Source: an optimization exercise on an open RTL-to-GDS flow (aim: small area and a short achievable clock period). Production flows keep margins and buffers that such runs may drop.
In this exercise RTL edits were held to simulation tests only and were not proved equivalent to the original.
Power figures rest on the tool's default switching activity, not on a simulated workload.

==> inputs of v30 <==
==> flow/design.v <==
module vx_topk #(
    parameter integer K = 16
) (
    input  wire          clk,
    input  wire          rst,           
    input  wire          in_valid,
    input  wire          in_last,       
    input  wire [31:0]   in_key,        
    input  wire [2:0]    in_ktype,      
    input  wire          in_desc,       
    input  wire          in_drop_nan,   
    output reg           out_valid,
    output reg  [K*32-1:0] out_key,     
    output reg  [K*16-1:0] out_tag,     
    output wire [4:0]    out_count,     
    output wire          out_nan_seen,  
    output wire          out_err        
);
    localparam [2:0] KT_FP32 = 3'd0, KT_BF16 = 3'd1, KT_FP16 = 3'd2,
                     KT_INT32 = 3'd3, KT_UINT32 = 3'd4, KT_UINT16 = 3'd5;
    integer i, j;
    reg         s0_vld, s0_last;
    reg  [31:0] s0_key;
    reg  [2:0]  s0_kt;
    reg         s0_desc, s0_drop;
    always @(posedge clk) begin
        s0_vld  <= in_valid && !rst;
        s0_last <= in_last;
        s0_key  <= in_key;
        s0_kt   <= in_ktype;
        s0_desc <= in_desc;
        s0_drop <= in_drop_nan;
    end
    reg         row_open;
    reg  [2:0]  row_kt;
    reg         row_desc, row_drop;
    wire        first   = !row_open;
    wire [2:0]  ktype   = first ? s0_kt   : row_kt;
    wire        desc    = first ? s0_desc : row_desc;
    wire        dropnan = first ? s0_drop : row_drop;
    wire        kt_bad  = (ktype == 3'd6) || (ktype == 3'd7);
    always @(posedge clk) begin
        if (rst)         row_open <= 1'b0;
        else if (s0_vld) row_open <= !s0_last;
        if (s0_vld && first) begin
            row_kt   <= s0_kt;
            row_desc <= s0_desc;
            row_drop <= s0_drop;
        end
    end
    reg  [31:0] w_key;      
    reg         k_nan;
    reg  [4:0]  h_lz;
    wire [31:0] ik = s0_key;
    always @* begin
        w_key   = ik;
        k_nan   = 1'b0;
        h_lz    = 5'd0;
        case (ktype)
            KT_FP32: begin
                k_nan   = (ik[30:23] == 8'hFF) && (ik[22:0] != 0);
                w_key   = ik;
            end
            KT_BF16: begin
                k_nan   = (ik[14:7] == 8'hFF) && (ik[6:0] != 0);
                w_key   = {ik[15:0], 16'd0};
            end
            KT_FP16: begin
                k_nan   = (ik[14:10] == 5'h1F) && (ik[9:0] != 0);
                if (ik[14:10] == 5'h1F)
                    w_key = {ik[15], 8'hFF, ik[9:0], 13'd0};
                else if (ik[14:10] != 0)
                    w_key = {ik[15], 3'd0, ik[14:10], ik[9:0], 13'd0} +
                            {1'b0, 8'd112, 23'd0};
                else if (ik[9:0] == 0)
                    w_key = {ik[15], 31'd0};
                else begin
                    for (j = 0; j < 10; j = j + 1)
                        if (ik[j]) h_lz = 5'd9 - j[4:0];
                    w_key = {ik[15], 8'd112 - {3'd0, h_lz},
                             ((ik[9:0] << (h_lz + 5'd1)) & 10'h3FF), 13'd0};
                end
            end
            KT_UINT16: w_key = {16'd0, ik[15:0]};
            default:   w_key = ik;
        endcase
        if (k_nan) w_key = 32'h7FC00000;
    end
    wire k_float = (ktype == KT_FP32) || (ktype == KT_BF16) || (ktype == KT_FP16);
    wire k_sint  = (ktype == KT_INT32);
    reg         s1_vld, s1_last, s1_first, s1_take, s1_nan, s1_bad;
    reg  [31:0] s1_key;
    reg         s1_float, s1_sint, s1_desc, s1_zero;
    always @(posedge clk) begin
        s1_vld   <= s0_vld && !rst;
        s1_last  <= s0_last;
        s1_first <= first;
        s1_take  <= !kt_bad && !(k_nan && dropnan);
        s1_nan   <= k_nan;
        s1_bad   <= kt_bad;
        s1_key   <= w_key;
        s1_float <= k_float;
        s1_sint  <= k_sint;
        s1_desc  <= desc;
        s1_zero  <= (w_key[30:0] == 31'd0);
    end
    reg  [4:0]  cnt;           
    reg  [15:0] idx;           
    reg         r_nan, r_bad;
    wire        take = s1_vld && s1_take;
    wire [15:0] tag  = s1_first ? 16'd0 : idx;
    wire [4:0]  cur  = s1_first ? 5'd0 : cnt;    
    wire n31 = s1_key[31];
    reg  [5:0] rt;            
    always @* begin
        rt = 6'd0;
        if (s1_nan) begin
            rt = 6'd0;                          
        end else if (s1_float) begin
            if (!s1_desc) begin
                if (!n31) rt = {3'b000, 3'b001};                     
                else      rt = {3'b100, s1_zero ? 3'b001 : 3'b111};   
            end else begin
                if (!n31) rt = {s1_zero ? 3'b001 : 3'b111, 3'b100};  
                else      rt = {3'b001, 3'b000};                     
            end
        end else begin
            if (!s1_desc) begin
                if (!n31) rt = {s1_sint ? 3'b000 : 3'b111, 3'b001};
                else      rt = {3'b001, s1_sint ? 3'b111 : 3'b000};
            end else begin
                if (!n31) rt = {s1_sint ? 3'b111 : 3'b000, 3'b100};
                else      rt = {3'b100, s1_sint ? 3'b000 : 3'b111};
            end
        end
    end
    function [1:0] mag_cmp(input [30:0] n, input [30:0] e);
        reg [31:0] g, p;
        integer l, k, w;
        begin
            g = {1'b0, ~n & e};
            p = {1'b1, ~n | e};
            w = 32;
            for (l = 0; l < 5; l = l + 1) begin
                w = w / 2;
                for (k = 0; k < 16; k = k + 1)
                    if (k < w) begin
                        g[k] = g[2*k+1] | (p[2*k+1] & g[2*k]);
                        p[k] = p[2*k+1] & p[2*k];
                    end
            end
            mag_cmp = {g[0] | p[0], g[0]};
        end
    endfunction
    reg  [31:0] q_key [0:K-1];
    reg  [15:0] q_tag [0:K-1];
    reg  [K-1:0] gb;          
    reg  [1:0]  cm;
    reg  [31:0] v;
    reg         e_nan;
    always @* begin
        for (i = 0; i < K; i = i + 1) begin
            v     = ~q_key[i];
            cm    = mag_cmp(s1_key[30:0], v[30:0]);
            e_nan = s1_float && (&v[30:22]);
            if (cur <= i)
                gb[i] = 1'b1;
            else if (e_nan && !s1_nan)
                gb[i] = 1'b1;
            else if (v[31])
                gb[i] = cm[0] ? rt[3] : cm[1] ? rt[4] : rt[5];
            else
                gb[i] = cm[0] ? rt[0] : cm[1] ? rt[1] : rt[2];
        end
    end
    reg  [K-1:0] s_new, s_sh, s_hold;
    always @* begin
        for (i = 0; i < K; i = i + 1) begin
            s_new[i]  = take && gb[i] && (i == 0 || !gb[(i+K-1)%K]);
            s_sh[i]   = take && gb[i] && (i != 0 && gb[(i+K-1)%K]);
            s_hold[i] = !(take && gb[i]);
        end
    end
    always @(posedge clk) begin
        for (i = 0; i < K; i = i + 1) begin
            q_key[i] <= ~(({32{s_hold[i]}} & ~q_key[i]) |
                          ({32{s_new[i]}}  & s1_key) |
                          ({32{s_sh[i]}}   & ~q_key[(i+K-1)%K]));
            q_tag[i] <= ~(({16{s_hold[i]}} & ~q_tag[i]) |
                          ({16{s_new[i]}}  & tag) |
                          ({16{s_sh[i]}}   & ~q_tag[(i+K-1)%K]));
        end
        if (s1_vld) begin
            cnt   <= cur + {4'd0, take && (cur != K)};
            idx   <= tag + 16'd1;
            r_nan <= (!s1_first && r_nan) || s1_nan;
            r_bad <= s1_bad;
        end
    end
    always @(posedge clk) begin
        if (rst) out_valid <= 1'b0;
        else     out_valid <= s1_vld && s1_last;
    end
    always @* begin
        for (i = 0; i < K; i = i + 1) begin
            out_key[32*i +: 32] = ~({32{cnt > i}} & q_key[i]);
            out_tag[16*i +: 16] = ~({16{cnt > i}} & q_tag[i]);
        end
    end
    assign out_count    = cnt;
    assign out_nan_seen = r_nan;
    assign out_err      = r_bad;
endmodule
==> flow/run.sh <==
#!/bin/bash
# synth_recipe.tcl (not shown) runs the flow's synth.tcl, then flattens the netlist and writes it again
# the make line also repeats each setting of config.mk as NAME=value (left out here)
make -C /OpenROAD-flow-scripts/flow DESIGN_CONFIG=/design/flow/config.mk WORK_HOME=/design/flow/orfs CLKGATE_MAP_FILE= SYNTH_SCRIPT=/design/flow/synth_recipe.tcl finish
==> flow/config.mk <==
export PLATFORM = sky130hd
export DESIGN_NAME = vx_topk
export DESIGN_NICKNAME = vx_topk
export VERILOG_FILES = /design/flow/design.v
export SDC_FILE = /design/flow/constraint.sdc
export NUM_CORES = 4
export LEC_CHECK = 0
export CAP_MARGIN = 20
export CORE_MARGIN = 2
export CORE_UTILIZATION = 40
export SETUP_SLACK_MARGIN = 2
export SLEW_MARGIN = 20
==> flow/constraint.sdc <==
create_clock -name core_clock -period 22.0 [get_ports {clk}]
set_input_delay 4.4000 -clock core_clock [delete_from_list [all_inputs] [get_ports {clk}]]
set_output_delay 4.4000 -clock core_clock [all_outputs]
set_load 0.01 [all_outputs]
==> v33 (differences from v30) <==
--- a/flow/design.v
+++ b/flow/design.v
@@ -104,12 +104,13 @@
         s1_desc  <= desc;
         s1_zero  <= (w_key[30:0] == 31'd0);
     end
+    reg  [K-1:0] lv;           
     reg  [4:0]  cnt;           
     reg  [15:0] idx;           
     reg         r_nan, r_bad;
     wire        take = s1_vld && s1_take;
     wire [15:0] tag  = s1_first ? 16'd0 : idx;
-    wire [4:0]  cur  = s1_first ? 5'd0 : cnt;    
+    wire [K-1:0] cur = s1_first ? {K{1'b0}} : lv;    
     wire n31 = s1_key[31];
     reg  [5:0] rt;            
     always @* begin
@@ -134,36 +135,19 @@
             end
         end
     end
-    function [1:0] mag_cmp(input [30:0] n, input [30:0] e);
-        reg [31:0] g, p;
-        integer l, k, w;
-        begin
-            g = {1'b0, ~n & e};
-            p = {1'b1, ~n | e};
-            w = 32;
-            for (l = 0; l < 5; l = l + 1) begin
-                w = w / 2;
-                for (k = 0; k < 16; k = k + 1)
-                    if (k < w) begin
-                        g[k] = g[2*k+1] | (p[2*k+1] & g[2*k]);
-                        p[k] = p[2*k+1] & p[2*k];
-                    end
-            end
-            mag_cmp = {g[0] | p[0], g[0]};
-        end
-    endfunction
-    reg  [31:0] q_key [0:K-1];
-    reg  [15:0] q_tag [0:K-1];
+    wire [47:0] v_ent [0:K-1];
+    wire [47:0] vn_ent [0:K-1];
+    wire [1:0]  cm_ent [0:K-1];
     reg  [K-1:0] gb;          
     reg  [1:0]  cm;
     reg  [31:0] v;
     reg         e_nan;
     always @* begin
         for (i = 0; i < K; i = i + 1) begin
-            v     = ~q_key[i];
-            cm    = mag_cmp(s1_key[30:0], v[30:0]);
+            v     = v_ent[i][47:16];
+            cm    = cm_ent[i];
             e_nan = s1_float && (&v[30:22]);
-            if (cur <= i)
+            if (!cur[i])
                 gb[i] = 1'b1;
             else if (e_nan && !s1_nan)
                 gb[i] = 1'b1;
@@ -173,25 +157,42 @@
                 gb[i] = cm[0] ? rt[0] : cm[1] ? rt[1] : rt[2];
         end
     end
-    reg  [K-1:0] s_new, s_sh, s_hold;
-    always @* begin
+    wire        clr = s1_vld && s1_first;
+    reg  [K-1:0] gbt, s_new, s_sh, s_hold;
+    always @* begin
+        for (i = 0; i < K; i = i + 1)
+            gbt[i] = take && gb[i];
         for (i = 0; i < K; i = i + 1) begin
-            s_new[i]  = take && gb[i] && (i == 0 || !gb[(i+K-1)%K]);
-            s_sh[i]   = take && gb[i] && (i != 0 && gb[(i+K-1)%K]);
-            s_hold[i] = !(take && gb[i]);
-        end
-    end
-    always @(posedge clk) begin
-        for (i = 0; i < K; i = i + 1) begin
-            q_key[i] <= ~(({32{s_hold[i]}} & ~q_key[i]) |
-                          ({32{s_new[i]}}  & s1_key) |
-                          ({32{s_sh[i]}}   & ~q_key[(i+K-1)%K]));
-            q_tag[i] <= ~(({16{s_hold[i]}} & ~q_tag[i]) |
-                          ({16{s_new[i]}}  & tag) |
-                          ({16{s_sh[i]}}   & ~q_tag[(i+K-1)%K]));
-        end
+            s_new[i]  = gbt[i] && (i == 0 || !gbt[(i+K-1)%K]);
+            s_sh[i]   = gbt[i] && (i != 0 && gbt[(i+K-1)%K]) && !clr;
+            s_hold[i] = !gbt[i] && !clr;
+        end
+    end
+    genvar g;
+    generate
+        for (g = 0; g < K; g = g + 1) begin : g_slot
+            vx_topk_cmp u_cmp (
+                .n  (s1_key[30:0]),
+                .en (vn_ent[g][46:16]),
+                .lt (cm_ent[g][0]),
+                .le (cm_ent[g][1])
+            );
+            vx_topk_slot #(.W(48)) u_slot (
+                .clk  (clk),
+                .hold (s_hold[g]),
+                .ins  (s_new[g]),
+                .shift(s_sh[g]),
+                .nn   (~{s1_key, tag}),
+                .pn   (vn_ent[(g+K-1)%K]),
+                .q    (v_ent[g]),
+                .qn   (vn_ent[g])
+            );
+        end
+    endgenerate
+    always @(posedge clk) begin
         if (s1_vld) begin
-            cnt   <= cur + {4'd0, take && (cur != K)};
+            lv    <= take ? {cur[K-2:0], 1'b1} : cur;
+            cnt   <= (s1_first ? 5'd0 : cnt) + {4'd0, take && !cur[K-1]};
             idx   <= tag + 16'd1;
             r_nan <= (!s1_first && r_nan) || s1_nan;
             r_bad <= s1_bad;
@@ -203,11 +204,51 @@
     end
     always @* begin
         for (i = 0; i < K; i = i + 1) begin
-            out_key[32*i +: 32] = ~({32{cnt > i}} & q_key[i]);
-            out_tag[16*i +: 16] = ~({16{cnt > i}} & q_tag[i]);
+            out_key[32*i +: 32] = v_ent[i][47:16];
+            out_tag[16*i +: 16] = v_ent[i][15:0];
         end
     end
     assign out_count    = cnt;
     assign out_nan_seen = r_nan;
     assign out_err      = r_bad;
 endmodule
+module vx_topk_slot #(
+    parameter integer W = 48
+) (
+    input  wire         clk,
+    input  wire         hold,
+    input  wire         ins,
+    input  wire         shift,
+    input  wire [W-1:0] nn,
+    input  wire [W-1:0] pn,
+    output reg  [W-1:0] q,
+    output wire [W-1:0] qn
+);
+    assign qn = ~q;
+    always @(posedge clk)
+        q <= ~(({W{hold}} & qn) | ({W{ins}} & nn) | ({W{shift}} & pn));
+endmodule
+module vx_topk_cmp (
+    input  wire [30:0] n,
+    input  wire [30:0] en,
+    output wire        lt,
+    output wire        le
+);
+    reg [31:0] g, p;
+    integer l, k, w;
+    always @* begin
+        g = {1'b0, ~(n | en)};
+        p = {1'b1, ~(n & en)};
+        w = 32;
+        for (l = 0; l < 5; l = l + 1) begin
+            w = w / 2;
+            for (k = 0; k < 16; k = k + 1)
+                if (k < w) begin
+                    g[k] = g[2*k+1] | (p[2*k+1] & g[2*k]);
+                    p[k] = p[2*k+1] & p[2*k];
+                end
+        end
+    end
+    assign lt = g[0];
+    assign le = g[0] | p[0];
+endmodule
==> flow/flow/run.sh (new file) <==
#!/bin/bash
# The standard layout (the standard.sh), with two changes to how it is
# made; the clock period and constraints are unchanged:
#  - each port gets a sky130_fd_sc_hd__buf_1 as its port buffer;
#  - timing repair aims at a setup slack of 15.8 ns.
# make's full output goes to make_finish.log in the work folder; ORFS's
# per-step logs are under orfs/logs.
set -o pipefail
bash standard.sh "BUFFER_PORTS_ARGS=-buffer_cell sky130_fd_sc_hd__buf_1" \
    SETUP_SLACK_MARGIN=15.8 finish > make_finish.log 2>&1
==> flow/standard.sh (new file) <==
#!/bin/bash
# synth_recipe.tcl (not shown) runs the flow's synth.tcl, then flattens the netlist and writes it again
# the make line also repeats each setting of config.mk as NAME=value (left out here)
make -C /OpenROAD-flow-scripts/flow DESIGN_CONFIG=/design/flow/config.mk WORK_HOME=/design/flow/orfs CLKGATE_MAP_FILE= SYNTH_SCRIPT=/design/flow/synth_recipe.tcl "${@:-finish}"
- CTS_CLUSTER_DIAMETER: not set -> 100
- CTS_CLUSTER_SIZE: not set -> 20
- SETUP_SLACK_MARGIN: 2 -> not set
removed: flow/run.sh
==> comparison table <==
item	v33	v30
Run status	no timing/DRC/antenna violations	no timing/DRC/antenna violations
Period utilisation layout	28.3%	40.3%
Minimum clock period after layout	6.23 ns	8.86 ns
Fraction of synthesized cell area taken by the top area cell type	36.6%	32.6%
Full die area	0.119 mm2	0.126 mm2
Slew at the pin with the worst max-slew slack	1.24 ns	1.19 ns
Fraction of synthesized cell area in xor and xnor cells	0.395%	0.355%
Total length of routed wires	261000 um	246000 um
Simple-Gate Fraction of Synth Area	15.3%	14.7%
Placeable core region	0.116 mm2	0.122 mm2
Place WS	15.57 ns	13.91 ns
Portion of the layout cell area used by non-clock buffers	8.05%	14.7%
Peak VDD IR	0.0621 mV	0.0723 mV
Lkg Pwr	21.8 nW	24.4 nW

[what the ideal ports hide]
The results above use ideal ports. As a check the final layouts listed here were re-extracted and re-timed, cells and wires unchanged. Step 1 sets driving cells, clkbuf_16 on the clock port and buf_2 on the other inputs (assumed; they add their load-dependent delay and slew). Step 2 moves the port delays by t, midway between the first and last clock arrival at a register: inputs arrive t later, outputs are due t later. That takes back most of the time a late clock gives input paths. a / b / c = no drivers / after step 1 / after step 2; a / b = the first two.
run | t (ns) | setup slack, ns | worst register clock-pin slew, ns
v30 | 0.787 | 13.143 / 13.065 / 13.852 | 0.07 / 0.07
v33 | 0.797 | 15.775 / 15.695 / 15.875 | 0.11 / 0.11
After both steps setup and hold are still met in every run listed.
